From an optimization exercise on the open Yosys and OpenROAD flow, aimed at small area; shortcuts taken in it are not production practice. Only simulation tests tie the RTL to the original design; equivalence was not proved. Power and IR drop assume default switching activity.

==> flow/design.v (excerpt) <==
module pwm_axis (
    input  wire        clk,
    input  wire        rst,           
    input  wire [15:0] per,           
    input  wire [1:0]  presc,         
    input  wire [6:0]  dith,          
    input  wire        carrdith,      
    input  wire [15:0] seed,          
    input  wire        seed_load,     
    input  wire [5:0]  mode,          
    input  wire [15:0] cmp_u,
    input  wire [15:0] cmp_v,
    input  wire [15:0] cmp_w,
    input  wire [9:0]  dtr_u,
    input  wire [9:0]  dtr_v,
    input  wire [9:0]  dtr_w,
    input  wire [9:0]  dtf_u,
    input  wire [9:0]  dtf_v,
    input  wire [9:0]  dtf_w,
    input  wire [7:0]  minp,
    output wire [2:0]  gh,            
    output wire [2:0]  gl,            
    output wire        pstart,        
    output reg  [15:0] cnt,           
    output reg  [15:0] plen           
);
    localparam [1:0] M_OFF = 2'd0, M_LOW = 2'd1, M_PWM = 2'd2, M_PWMH = 2'd3;
    reg  [2:0]  sub;                
    reg  [1:0]  presc_c;
    reg         first;              
    reg  [6:0]  s;                  
    reg  [2:0]  gh_en, gh_full, gl_en;    
    reg  [6:0]  hl_u, hl_v, hl_w;   
    reg  [2:0]  xs;                 
    reg  [9:0]  dc_u, dc_v, dc_w;   
    wire [2:0]  smask    = {presc_c == 2'd3, presc_c[1], presc_c != 2'd0};
    wire        sub_wrap = &(sub | ~smask);
    wire [15:0] pre_k    = 16'd128 >> presc_c;
    wire        preload  = first | ((cnt + pre_k) == plen && sub == 3'd0);
    wire        last     = &s;
    reg  [15:0] lfsr;
    wire [15:0] lfsr_nx = {lfsr[0], lfsr[15], lfsr[14] ^ lfsr[0], lfsr[13] ^ lfsr[0],
  ...
Size in the first run: ~1600 cells after synthesis, ~17000 um^2 of cells after synthesis.
export LEC_CHECK = 0
export CAP_MARGIN = 20
export CORE_MARGIN = 2
export CORE_UTILIZATION = 60
export SLEW_MARGIN = 20
create_clock -name core_clock -period 350.0 [get_ports {clk}]
standard.sh (not shown) runs the stock make flow with config.mk's settings and CLKGATE_MAP_FILE= SYNTH_SCRIPT=/design/flow/synth_recipe.tcl, a recipe that flattens the netlist after the stock synthesis.
==> flow/flow/run.sh <==
#!/bin/bash
# Own layout flow: the standard flow (floorplan, power grid, tap cells, placement and
# routing unchanged) with three changes:
#  - synthesis is the standard flow's synthesis script with only ABC's mapping script replaced by an
#    area-oriented one (flow/area.abc); registers, their names and cell types are untouched;
#  - ports are buffered with single-drive buffers;
#  - the clock tree uses small buffers and no dummy loads.
# Each make run writes its full output to a log file in the work folder.
set -euo pipefail
W=$PWD
sed 's|^  log_cmd abc {\*}\$abc_args$|  log_cmd abc {*}[lreplace $abc_args 1 1 $::env(MY_ABC_SCRIPT)]|' \
    "$FLOW_HOME/scripts/synth.tcl" > "$W/synth_area.tcl"
grep -q 'MY_ABC_SCRIPT' "$W/synth_area.tcl"
sed "s|source \$::env(SCRIPTS_DIR)/synth.tcl|source $W/synth_area.tcl|" "$W/synth_recipe.tcl" > "$W/synth_recipe_area.tcl"
grep -q "source $W/synth_area.tcl" "$W/synth_recipe_area.tcl"
export MY_ABC_SCRIPT="$W/flow/area.abc"
export BUFFER_PORTS_ARGS="-buffer_cell sky130_fd_sc_hd__buf_1"
export CTS_ARGS="-sink_clustering_enable -repair_clock_nets -dont_use_dummy_load -buf_list sky130_fd_sc_hd__clkbuf_8 -sink_clustering_size 20 -sink_clustering_max_diameter 45"
bash standard.sh "SYNTH_SCRIPT=$W/synth_recipe_area.tcl" synth > synth.log 2>&1
bash standard.sh finish > layout.log 2>&1
==> flow/flow/area.abc <==
&get -n
&st
&dch
&nf -R 1000 -p
&put
strash
dch -f
map -a
mfs2
&get -n
&st
&syn2
&if -g -K 6
&synch2
&nf -R 1000 -p
&st
&dch -f
&nf -R 1000 -p
&put
strash
dch -f
map -a
mfs2
&get -n
&st
&dch -f
&nf -R 1000 -p
&put
strash
dch -f
map -a
mfs2
&get -n
&st
&dch -f
&nf -R 1000 -p
&put
Then changed:
--- a/flow/flow/run.sh
+++ b/flow/flow/run.sh
@@ -16,5 +16,5 @@
 export MY_ABC_SCRIPT="$W/flow/area.abc"
 export BUFFER_PORTS_ARGS="-buffer_cell sky130_fd_sc_hd__buf_1"
-export CTS_ARGS="-sink_clustering_enable -repair_clock_nets -dont_use_dummy_load -buf_list sky130_fd_sc_hd__clkbuf_8 -sink_clustering_size 20 -sink_clustering_max_diameter 45"
+export CTS_ARGS="-sink_clustering_enable -repair_clock_nets -dont_use_dummy_load -buf_list sky130_fd_sc_hd__clkbuf_8 -sink_clustering_size 16 -sink_clustering_max_diameter 50"
 bash standard.sh "SYNTH_SCRIPT=$W/synth_recipe_area.tcl" synth > synth.log 2>&1
 bash standard.sh finish > layout.log 2>&1
--- a/flow/flow/area.abc
+++ b/flow/flow/area.abc
@@ -27,11 +27,2 @@
 &nf -R 1000 -p
 &put
-strash
-dch -f
-map -a
-mfs2
-&get -n
-&st
-&dch -f
-&nf -R 1000 -p
-&put
--- a/flow/config.mk
+++ b/flow/config.mk
@@ -8,4 +8,4 @@
 export CAP_MARGIN = 20
 export CORE_MARGIN = 2
-export CORE_UTILIZATION = 60
+export CORE_UTILIZATION = 40
 export SLEW_MARGIN = 20
The changed run passed the timing, DRC and antenna checks.
Clock power climbs by about 6%.
Wire length climbs by 7.1%.
Setup slack improves by 130 ps.
Non-clock buffer count does not change.
Synthesized area climbs by 0.90%.
Cell count climbs by 12%.
Hold slack degrades by 23 ps.

Starting RTL as in the previous note.
Settings: LEC_CHECK=0, CAP_MARGIN=0, CORE_MARGIN=2, CORE_UTILIZATION=60, SLEW_MARGIN=0; clock period 350.0 ns.
==> flow/flow/run.sh <==
#!/bin/bash
# Own layout flow: the standard flow (floorplan, power grid, tap cells, placement and
# routing unchanged) with three changes:
#  - synthesis is the standard flow's synthesis script with only ABC's mapping script replaced by an
#    area-oriented one (flow/area.abc); registers, their names and cell types are untouched;
#  - ports are buffered with single-drive buffers;
#  - the clock tree uses small buffers and no dummy loads.
# Each make run writes its full output to a log file in the work folder.
set -euo pipefail
W=$PWD
sed 's|^  log_cmd abc {\*}\$abc_args$|  log_cmd abc {*}[lreplace $abc_args 1 1 $::env(MY_ABC_SCRIPT)]|' \
    "$FLOW_HOME/scripts/synth.tcl" > "$W/synth_area.tcl"
grep -q 'MY_ABC_SCRIPT' "$W/synth_area.tcl"
sed "s|source \$::env(SCRIPTS_DIR)/synth.tcl|source $W/synth_area.tcl|" "$W/synth_recipe.tcl" > "$W/synth_recipe_area.tcl"
grep -q "source $W/synth_area.tcl" "$W/synth_recipe_area.tcl"
export MY_ABC_SCRIPT="$W/flow/area.abc"
export BUFFER_PORTS_ARGS="-buffer_cell sky130_fd_sc_hd__buf_1"
export CTS_ARGS="-sink_clustering_enable -repair_clock_nets -dont_use_dummy_load -buf_list {sky130_fd_sc_hd__clkbuf_4 sky130_fd_sc_hd__clkbuf_8} -sink_clustering_size 16 -sink_clustering_max_diameter 35"
bash standard.sh "SYNTH_SCRIPT=$W/synth_recipe_area.tcl" synth > synth.log 2>&1
bash standard.sh finish > layout.log 2>&1
==> flow/flow/area.abc <==
&get -n
&st
&dch
&nf -R 1000 -p
&put
strash
dch -f
map -a
mfs2
&get -n
&st
&syn2
&if -g -K 6
&synch2
&nf -R 1000 -p
&st
&dch -f
&nf -R 1000 -p
&put
strash
dch -f
map -a
mfs2
&get -n
&st
&dch -f
&nf -R 1000 -p
&put
strash
dch -f
map -a
mfs2
&get -n
&st
&dch -f
&nf -R 1000 -p
&put
Next try:
--- a/flow/flow/run.sh
+++ b/flow/flow/run.sh
@@ -18 +18 @@
-export CTS_ARGS="-sink_clustering_enable -repair_clock_nets -dont_use_dummy_load -buf_list {sky130_fd_sc_hd__clkbuf_4 sky130_fd_sc_hd__clkbuf_8} -sink_clustering_size 16 -sink_clustering_max_diameter 35"
+export CTS_ARGS="-sink_clustering_enable -repair_clock_nets -dont_use_dummy_load -buf_list sky130_fd_sc_hd__clkbuf_8 -sink_clustering_size 20 -sink_clustering_max_diameter 55"
--- a/flow/flow/area.abc
+++ b/flow/flow/area.abc
@@ -0,0 +1,4 @@
+&get -n
+&st
+&deepsyn -T 90
+&put
Settings changed: CAP_MARGIN 0 to 20, SLEW_MARGIN 0 to 20.
After rerunning: Setup slack improved by 0.0080 ns. Via count increases by 0.51%. Synthesized area went down by about 1%.

==> port drivers added, routing unchanged <==
The results above use ideal ports. As a check the final layouts listed here were re-extracted and re-timed, cells and wires unchanged. Step 1 (the two cells are an assumption about what drives the block):
set clk [get_ports {clk}]
set_driving_cell -lib_cell sky130_fd_sc_hd__clkbuf_16 $clk
set_driving_cell -lib_cell sky130_fd_sc_hd__buf_2 [delete_from_list [all_inputs] $clk]
Step 2 also shifts input and output timing later by t, the mid clock arrival at the registers, as if the neighbouring blocks saw the same clock. Slacks: ideal / step 1 / step 2; pairs: ideal / step 1.
run	t, ns	setup WS [ns]	worst setup path after step 2	worst data-port slew with drivers (ns)
the first run of note 1	0.595	275.131 / 275.083 / 275.678	register to output	0.08
the second run of note 1	0.646	275.257 / 275.209 / 275.855	register to output	0.05
the first run of note 2	0.633	275.085 / 275.036 / 275.669	register to output	0.08
the second run of note 2	0.660	275.093 / 275.043 / 275.703	register to output	0.05
After both steps setup and hold are still met in every run listed.
